This design comes from an exercise in tuning for small area on the open sky130 flow, not from production work.
Function was checked by simulation only, so behaviour that the tests miss may differ from the original.
The clock input has no modelled driver; a real chip could not lean on it and would need a root buffer or a full tree.
Power is estimated from default activity; no workload was simulated.

==> flow/design.v (excerpt) <==
module vgx_rxcheck (
    input             clk,
    input             rst,           
    input             rx_valid,      
    input      [2:0]  rx_kind,       
    input      [7:0]  rx_data,       
    output reg        v_valid,       
    output     [2:0]  v_code,        
    output     [7:0]  v_type,
    output            v_src,
    output            v_pos,
    output     [7:0]  v_prod,
    output     [7:0]  v_dst,
    output     [4:0]  v_ring,
    output     [9:0]  v_slot,
    output     [15:0] v_epoch,
    output     [31:0] v_seq,
    output     [15:0] v_len,
    output            v_loop,
    output     [6:0]  v_hops,
    output     [31:0] v_crc          
);
    localparam [2:0] V_GOOD = 3'd0, V_RBERR = 3'd1, V_TYPE = 3'd2, V_CRC = 3'd3, V_EFRAME = 3'd4;
    reg        in_frame;
    reg        v_ef;             
    reg [2:0]  s;                
    reg [15:0] c;                
    reg [31:0] crc;              
    reg        rberr;            
    reg        hbad;             
    reg        crcbad;           
    reg [2:0]  h_type;
    reg [1:0]  h_b1;
    reg [7:0]  h_prod;
    reg [6:0]  h_dst;
    reg [7:0]  h_b4;
    reg [4:0]  h_ring;
    reg [1:0]  h_slot_hi;
    reg [15:0] h_epoch;
    reg [31:0] h_seq;
    reg [15:0] h_len;
    reg [7:0]  h_b14;
    function [31:0] crc_tab(input [7:0] d);
        integer i;
        reg [31:0] x;
        begin
  ...
export LEC_CHECK = 0
export CAP_MARGIN = 20
export CORE_MARGIN = 2
export CORE_UTILIZATION = 70
export GPL_TIMING_DRIVEN = 0
export PLACE_DENSITY = 0.75
export SLEW_MARGIN = 20
create_clock -name core_clock -period 5.0 [get_ports {clk}]
standard.sh (not shown) runs the stock make flow with config.mk's settings and CLKGATE_MAP_FILE= SYNTH_SCRIPT=/design/flow/synth_recipe.tcl, a recipe that flattens the netlist after the stock synthesis.
==> flow/flow/run.sh <==
#!/bin/bash
# The standard layout (standard.sh) with these changes:
#  - synthesis maps the logic with an area-oriented ABC script (flow/area.abc)
#    instead of ORFS's speed script; everything else in the synthesis,
#    including the flip-flop mapping, is the standard flow's own synth_recipe.tcl;
#  - every port gets a buffer as usual, but of the smallest buffer cell;
#  - the clock tree is built by flow/manual_cts.tcl: the clock port drives
#    one root buffer, which drives a few large leaf buffers, each at the
#    centre of an equal share of the flip-flops.
# Each tool's output goes to the ORFS logs under orfs/logs; make's to standard.log.
set -euo pipefail
here=$(pwd)
{
  cat <<TCL
# Area-oriented mapping: swap the script of ORFS's combinational ABC call.
proc abc {args} {
  set i [lsearch -exact \$args -script]
  if {\$i >= 0 && [string match *abc_speed.script [lindex \$args [expr {\$i+1}]]]} {
    lset args [expr {\$i+1}] $here/flow/area.abc
  }
  yosys abc {*}\$args
}
TCL
  cat synth_recipe.tcl
} > my_synth.tcl
sed "s#SYNTH_SCRIPT=[^ ]*#SYNTH_SCRIPT=$here/my_synth.tcl#" standard.sh > my_standard.sh
export BUFFER_PORTS_ARGS="-buffer_cell sky130_fd_sc_hd__buf_1"
export PRE_CTS_TCL=$here/flow/manual_cts.tcl
export MCTS_NLEAF=${MCTS_NLEAF:-6}
export MCTS_LEAF=sky130_fd_sc_hd__clkbuf_16
export MCTS_ROOT=sky130_fd_sc_hd__clkbuf_4
bash my_standard.sh > standard.log 2>&1
==> flow/flow/area.abc <==
&get -n
&st
&dch -f
&nf -a -p -R 1000
&put
==> flow/flow/manual_cts.tcl <==
proc mcts_split {items n} {
  # items: list of {x y iterm}; returns n groups of about equal size
  if {$n <= 1} { return [list $items] }
  set xs [lmap it $items {lindex $it 0}]
  set ys [lmap it $items {lindex $it 1}]
  set dx [expr {[tcl::mathfunc::max {*}$xs] - [tcl::mathfunc::min {*}$xs]}]
  set dy [expr {[tcl::mathfunc::max {*}$ys] - [tcl::mathfunc::min {*}$ys]}]
  set k [expr {$dx >= $dy ? 0 : 1}]
  set sorted [lsort -integer -index $k $items]
  set n1 [expr {$n / 2}]
  set cut [expr {int(round(double([llength $items]) * $n1 / $n))}]
  return [concat [mcts_split [lrange $sorted 0 [expr {$cut-1}]] $n1] \
                 [mcts_split [lrange $sorted $cut end] [expr {$n - $n1}]]]
}

proc manual_clock_tree {nleaf leafcell {rootcell {}}} {
  set db [ord::get_db]
  set block [ord::get_db_block]
  set clknet [[$block findBTerm clk] getNet]
  $clknet setSigType CLOCK
  set items {}
  foreach it [$clknet getITerms] {
    set inst [$it getInst]
    set bb [$inst getBBox]
    lappend items [list [expr {([$bb xMin]+[$bb xMax])/2}] [expr {([$bb yMin]+[$bb yMax])/2}] $it]
  }
  set master [$db findMaster $leafcell]
  set drv $clknet
  if {$rootcell ne {}} {
    set rm [$db findMaster $rootcell]
    set sx 0; set sy 0
    foreach g $items { incr sx [lindex $g 0]; incr sy [lindex $g 1] }
    set root [odb::dbInst_create $block $rm "clkbuf_root"]
    set drv [odb::dbNet_create $block "clknet_root"]
    $drv setSigType CLOCK
    [$root findITerm A] connect $clknet
    [$root findITerm X] connect $drv
    $root setLocation [expr {$sx / [llength $items] - [$rm getWidth]/2}] [expr {$sy / [llength $items]}]
    $root setPlacementStatus PLACED
  }
  set i 0
  foreach grp [mcts_split $items $nleaf] {
    set sx 0; set sy 0
    foreach g $grp { incr sx [lindex $g 0]; incr sy [lindex $g 1] }
    set cx [expr {$sx / [llength $grp]}]; set cy [expr {$sy / [llength $grp]}]
    set buf [odb::dbInst_create $block $master "clkbuf_leaf_$i"]
    set net [odb::dbNet_create $block "clknet_leaf_$i"]
    $net setSigType CLOCK
    foreach g $grp { set it [lindex $g 2]; $it disconnect; $it connect $net }
    [$buf findITerm A] connect $drv
    [$buf findITerm X] connect $net
    $buf setLocation [expr {$cx - [$master getWidth]/2}] $cy
    $buf setPlacementStatus PLACED
    puts "manual_clock_tree: $leafcell clkbuf_leaf_$i drives [llength $grp] flip-flops at ($cx, $cy)"
    incr i
  }
  set_propagated_clock [all_clocks]
}

# ORFS's cts.tcl calls clock_tree_synthesis; build the tree above instead.
proc clock_tree_synthesis {args} {
  manual_clock_tree $::env(MCTS_NLEAF) $::env(MCTS_LEAF) $::env(MCTS_ROOT)
}
Edit:
--- a/flow/flow/run.sh
+++ b/flow/flow/run.sh
@@ -25,8 +25,13 @@
 } > my_synth.tcl
 sed "s#SYNTH_SCRIPT=[^ ]*#SYNTH_SCRIPT=$here/my_synth.tcl#" standard.sh > my_standard.sh
+export REMOVE_ABC_BUFFERS=1
+export SKIP_REPAIR_TIE_FANOUT=1
 export BUFFER_PORTS_ARGS="-buffer_cell sky130_fd_sc_hd__buf_1"
+export PRE_RESIZE_TCL=$here/flow/fanout.tcl
+export FANOUT_LIMIT=30
+export FANOUT_BUF=sky130_fd_sc_hd__buf_4
 export PRE_CTS_TCL=$here/flow/manual_cts.tcl
 export MCTS_NLEAF=${MCTS_NLEAF:-6}
-export MCTS_LEAF=sky130_fd_sc_hd__clkbuf_16
-export MCTS_ROOT=sky130_fd_sc_hd__clkbuf_4
+export MCTS_LEAF=sky130_fd_sc_hd__buf_12
+export MCTS_ROOT=sky130_fd_sc_hd__clkbuf_2
 bash my_standard.sh > standard.log 2>&1
==> flow/flow/area.abc (replaced) <==
&get -n
&st
&dc2
&put
&get -n
&st
&dch -f
&nf -a -p -R 1000
&put
mfs3 -ae
&get -n
&st
&dch -f
&nf -a -p -R 1000
&put
mfs3 -ae
&get -n
&st
&dch -f
&nf -a -p -R 1000
&put
mfs3 -ae
==> flow/flow/fanout.tcl (new file) <==
# Before ORFS's repair_design: give each signal net with many loads one
# buffer, instead of the tree of buffers repair_design would build for it.
foreach net [[ord::get_db_block] getNets] {
  if {[$net getSigType] ne "SIGNAL"} { continue }
  set loads 0
  set drvr 0
  foreach it [$net getITerms] {
    if {[[$it getMTerm] getSigType] eq "CLOCK"} { set drvr -1; break }
    if {[$it isInputSignal]} { incr loads } elseif {[$it isOutputSignal]} { incr drvr }
  }
  if {$drvr == 1 && $loads > $::env(FANOUT_LIMIT)} {
    puts "fanout.tcl: [$net getName] has $loads loads; one $::env(FANOUT_BUF)"
    insert_buffer -buffer_cell $::env(FANOUT_BUF) -net [$net getName]
  }
}
- CAP_MARGIN: 20 -> 0
- SLEW_MARGIN: 20 -> 0
Result: Final cell count falls by 3.1%. Worst hold slack is worse by 4.0 ps. Total power fell by about 12%. Setup slack gets better by 35 ps. Fmax increases by 0.76%. Combinational power goes down by about 20%. Wire length falls by 7.4%.
Edit:
--- a/flow/flow/run.sh
+++ b/flow/flow/run.sh
@@ -26,11 +26,7 @@
 sed "s#SYNTH_SCRIPT=[^ ]*#SYNTH_SCRIPT=$here/my_synth.tcl#" standard.sh > my_standard.sh
 export REMOVE_ABC_BUFFERS=1
-export SKIP_REPAIR_TIE_FANOUT=1
 export BUFFER_PORTS_ARGS="-buffer_cell sky130_fd_sc_hd__buf_1"
-export PRE_RESIZE_TCL=$here/flow/fanout.tcl
-export FANOUT_LIMIT=30
-export FANOUT_BUF=sky130_fd_sc_hd__buf_4
 export PRE_CTS_TCL=$here/flow/manual_cts.tcl
-export MCTS_NLEAF=${MCTS_NLEAF:-6}
+export MCTS_NLEAF=${MCTS_NLEAF:-7}
 export MCTS_LEAF=sky130_fd_sc_hd__buf_12
 export MCTS_ROOT=sky130_fd_sc_hd__clkbuf_2
removed: flow/flow/fanout.tcl
After rerunning: The changed run went through all stages and came out clean. Critical path depth stays the same. Synthesized area stays the same. Fmax decreases by about 3%. Worst setup slack loses 140 ps. Utilization came out higher by 1.2 points. Die area does not change. Cell count rose by 1.3%. Clock power is higher by 7.6%. Global-route usage climbs by 0.84 points. Sequential share of layout area came out lower by 0.84 points.
No run of this note takes its clock network from TritonCTS; it comes from the design's own scripts or RTL.

Starting RTL as in the previous note.
==> flow/config.mk <==
export PLATFORM = sky130hd
export DESIGN_NAME = vgx_rxcheck
export DESIGN_NICKNAME = vgx_rxcheck
export VERILOG_FILES = /design/flow/design.v
export SDC_FILE = /design/flow/constraint.sdc
export NUM_CORES = 4
export LEC_CHECK = 0
export CAP_MARGIN = 0
export CORE_MARGIN = 2
export CORE_UTILIZATION = 70
export GPL_TIMING_DRIVEN = 0
export PLACE_DENSITY = 0.75
export SLEW_MARGIN = 0
==> flow/constraint.sdc <==
create_clock -name core_clock -period 5.0 [get_ports {clk}]
set_input_delay 1.0000 -clock core_clock [delete_from_list [all_inputs] [get_ports {clk}]]
set_output_delay 1.0000 -clock core_clock [all_outputs]
set_load 0.01 [all_outputs]
==> flow/flow/run.sh <==
#!/bin/bash
# The standard layout (standard.sh) with these changes:
#  - synthesis maps the logic with an area-oriented ABC script (flow/area.abc)
#    instead of ORFS's speed script; everything else in the synthesis,
#    including the flip-flop mapping, is the standard flow's own synth_recipe.tcl;
#  - every port gets a buffer as usual, but of the smallest buffer cell;
#  - the clock tree is built by flow/manual_cts.tcl: the clock port drives
#    one root buffer, which drives a few large leaf buffers, each at the
#    centre of an equal share of the flip-flops.
# Each tool's output goes to the ORFS logs under orfs/logs; make's to standard.log.
set -euo pipefail
here=$(pwd)
{
  cat <<TCL
# Area-oriented mapping: swap the script of ORFS's combinational ABC call.
proc abc {args} {
  set i [lsearch -exact \$args -script]
  if {\$i >= 0 && [string match *abc_speed.script [lindex \$args [expr {\$i+1}]]]} {
    lset args [expr {\$i+1}] $here/flow/area.abc
  }
  yosys abc {*}\$args
}
TCL
  cat synth_recipe.tcl
} > my_synth.tcl
sed "s#SYNTH_SCRIPT=[^ ]*#SYNTH_SCRIPT=$here/my_synth.tcl#" standard.sh > my_standard.sh
export REMOVE_ABC_BUFFERS=1
export BUFFER_PORTS_ARGS="-buffer_cell sky130_fd_sc_hd__buf_1"
export PRE_CTS_TCL=$here/flow/manual_cts.tcl
export MCTS_NLEAF=${MCTS_NLEAF:-6}
export MCTS_LEAF=sky130_fd_sc_hd__buf_12
export MCTS_ROOT=sky130_fd_sc_hd__clkbuf_2
bash my_standard.sh > standard.log 2>&1
==> flow/flow/area.abc <==
&get -n
&st
&dc2
&put
&get -n
&st
&dch -f
&nf -a -p -R 1000
&put
mfs3 -ae
&get -n
&st
&dch -f
&nf -a -p -R 1000
&put
mfs3 -ae
&get -n
&st
&dch -f
&nf -a -p -R 1000
&put
mfs3 -ae
Scripts as last shown in full above: flow/flow/manual_cts.tcl
==> next run, changes <==
--- a/flow/flow/run.sh
+++ b/flow/flow/run.sh
@@ -26,3 +26,2 @@
 sed "s#SYNTH_SCRIPT=[^ ]*#SYNTH_SCRIPT=$here/my_synth.tcl#" standard.sh > my_standard.sh
-export REMOVE_ABC_BUFFERS=1
 export BUFFER_PORTS_ARGS="-buffer_cell sky130_fd_sc_hd__buf_1"
@@ -30,4 +29,4 @@
 export MCTS_NLEAF=${MCTS_NLEAF:-6}
-export MCTS_LEAF=sky130_fd_sc_hd__buf_12
-export MCTS_ROOT=sky130_fd_sc_hd__clkbuf_2
+export MCTS_LEAF=sky130_fd_sc_hd__clkbuf_16
+export MCTS_ROOT=sky130_fd_sc_hd__clkbuf_4
 bash my_standard.sh > standard.log 2>&1
==> flow/flow/area.abc (replaced) <==
&get -n
&st
&dch -f
&nf -a -p -R 1000
&put
Settings changed: CAP_MARGIN 0 to 20, CORE_UTILIZATION 70 to 60, PLACE_DENSITY 0.75 to unset, SLEW_MARGIN 0 to 20.
After rerunning:
- sequential share of layout area is lower by 1.6 points
- clock power increases by 5.9%
- final cell count is higher by 3.4%
- die area rose by about 18%
- power rose by about 12%
- wire length increases by about 2.5%
- synthesized area came out higher by 1.8%
- worst setup slack gains 170 ps
- cell area increases by 2.8%
==> next run, changes <==
--- a/flow/flow/run.sh
+++ b/flow/flow/run.sh
@@ -26,7 +26,12 @@
 sed "s#SYNTH_SCRIPT=[^ ]*#SYNTH_SCRIPT=$here/my_synth.tcl#" standard.sh > my_standard.sh
+export REMOVE_ABC_BUFFERS=1
+export SKIP_REPAIR_TIE_FANOUT=1
 export BUFFER_PORTS_ARGS="-buffer_cell sky130_fd_sc_hd__buf_1"
+export PRE_RESIZE_TCL=$here/flow/fanout.tcl
+export FANOUT_LIMIT=30
+export FANOUT_BUF=sky130_fd_sc_hd__buf_4
 export PRE_CTS_TCL=$here/flow/manual_cts.tcl
-export MCTS_NLEAF=${MCTS_NLEAF:-6}
-export MCTS_LEAF=sky130_fd_sc_hd__clkbuf_16
-export MCTS_ROOT=sky130_fd_sc_hd__clkbuf_4
+export MCTS_NLEAF=${MCTS_NLEAF:-5}
+export MCTS_LEAF=sky130_fd_sc_hd__buf_16
+export MCTS_ROOT=sky130_fd_sc_hd__clkbuf_2
 bash my_standard.sh > standard.log 2>&1
==> flow/flow/area.abc (replaced) <==
&get -n
&st
&dc2
&put
&get -n
&st
&dch -f
&nf -a -p -R 1000
&put
mfs3 -ae
&get -n
&st
&dch -f
&nf -a -p -R 1000
&put
mfs3 -ae
&get -n
&st
&dch -f
&nf -a -p -R 1000
&put
mfs3 -ae
==> flow/flow/fanout.tcl (new file) <==
# Before ORFS's repair_design: give each signal net with many loads one
# buffer, instead of the tree of buffers repair_design would build for it.
foreach net [[ord::get_db_block] getNets] {
  if {[$net getSigType] ne "SIGNAL"} { continue }
  set loads 0
  set drvr 0
  foreach it [$net getITerms] {
    if {[[$it getMTerm] getSigType] eq "CLOCK"} { set drvr -1; break }
    if {[$it isInputSignal]} { incr loads } elseif {[$it isOutputSignal]} { incr drvr }
  }
  if {$drvr == 1 && $loads > $::env(FANOUT_LIMIT)} {
    puts "fanout.tcl: [$net getName] has $loads loads; one $::env(FANOUT_BUF)"
    insert_buffer -buffer_cell $::env(FANOUT_BUF) -net [$net getName]
  }
}
Settings changed: CAP_MARGIN 20 to 0, CORE_UTILIZATION 60 to 70, PLACE_DENSITY set to 0.75, SLEW_MARGIN 20 to 0.
Effect:
- The changed run finished clean
- total power drops by roughly a tenth
- utilization climbs by 12 points
- maximum frequency drops by a few percent
- area after synthesis drops slightly
- setup slack loses 200 ps
- cell area drops by a few percent
- via count climbs slightly
- routed wire length drops slightly
==> next run, changes <==
--- a/flow/flow/run.sh
+++ b/flow/flow/run.sh
@@ -29,8 +29,5 @@
 export BUFFER_PORTS_ARGS="-buffer_cell sky130_fd_sc_hd__buf_1"
-export PRE_RESIZE_TCL=$here/flow/fanout.tcl
-export FANOUT_LIMIT=30
-export FANOUT_BUF=sky130_fd_sc_hd__buf_4
 export PRE_CTS_TCL=$here/flow/manual_cts.tcl
-export MCTS_NLEAF=${MCTS_NLEAF:-5}
-export MCTS_LEAF=sky130_fd_sc_hd__buf_16
+export MCTS_NLEAF=${MCTS_NLEAF:-6}
+export MCTS_LEAF=sky130_fd_sc_hd__buf_12
 export MCTS_ROOT=sky130_fd_sc_hd__clkbuf_2
removed: flow/flow/fanout.tcl
Result: The changed run finished with timing, DRC and antenna clean. Sequential share of layout area went down by 0.44 points. Global-route usage came out lower by 0.35 points. Cell area rises by 0.77%. Die area is unchanged. Clock power fell by 7.5%.
No run of this note takes its clock network from TritonCTS; it comes from the design's own scripts or RTL.

re-timing with driven ports:
The flow's constraints put no driver on any port. The routed layouts listed below were extracted and timed again, unchanged, in two steps.
Step 1 sets driving cells, clkbuf_16 on the clock port and buf_2 on the other inputs (assumed; they add their load-dependent delay and slew).
Step 2 also shifts input and output timing later by t, the mid clock arrival at the registers, as if the neighbouring blocks saw the same clock.
a / b / c = no drivers / after step 1 / after step 2; a / b = the first two.
| run | t, ns | setup WS [ns] | latest minus earliest clock arrival (ns) | worst slew at a driven data input, ns | pins driven straight from the clock port |
|---|---|---|---|---|---|
| the first run of note 1 | 0.553 | 0.358 / 0.324 / 0.862 | 0.012 / 0.012 | 0.04 | 1 |
| the second run of note 1 | 0.652 | 0.393 / 0.361 / 0.419 | 0.010 / 0.010 | 0.04 | 1 |
| the third run of note 1 | 0.716 | 0.256 / 0.224 / 0.507 | 0.019 / 0.019 | 0.04 | 1 |
| the first run of note 2 | 0.652 | 0.318 / 0.287 / 0.571 | 0.019 / 0.018 | 0.04 | 1 |
| the second run of note 2 | 0.543 | 0.489 / 0.454 / 0.771 | 0.018 / 0.018 | 0.03 | 1 |
| the third run of note 2 | 0.707 | 0.286 / 0.253 / 0.464 | 0.009 / 0.010 | 0.04 | 1 |
| the fourth run of note 2 | 0.654 | 0.318 / 0.305 / 0.318 | 0.014 / 0.014 | 0.04 | 1 |
After both steps every run listed still meets setup and hold.
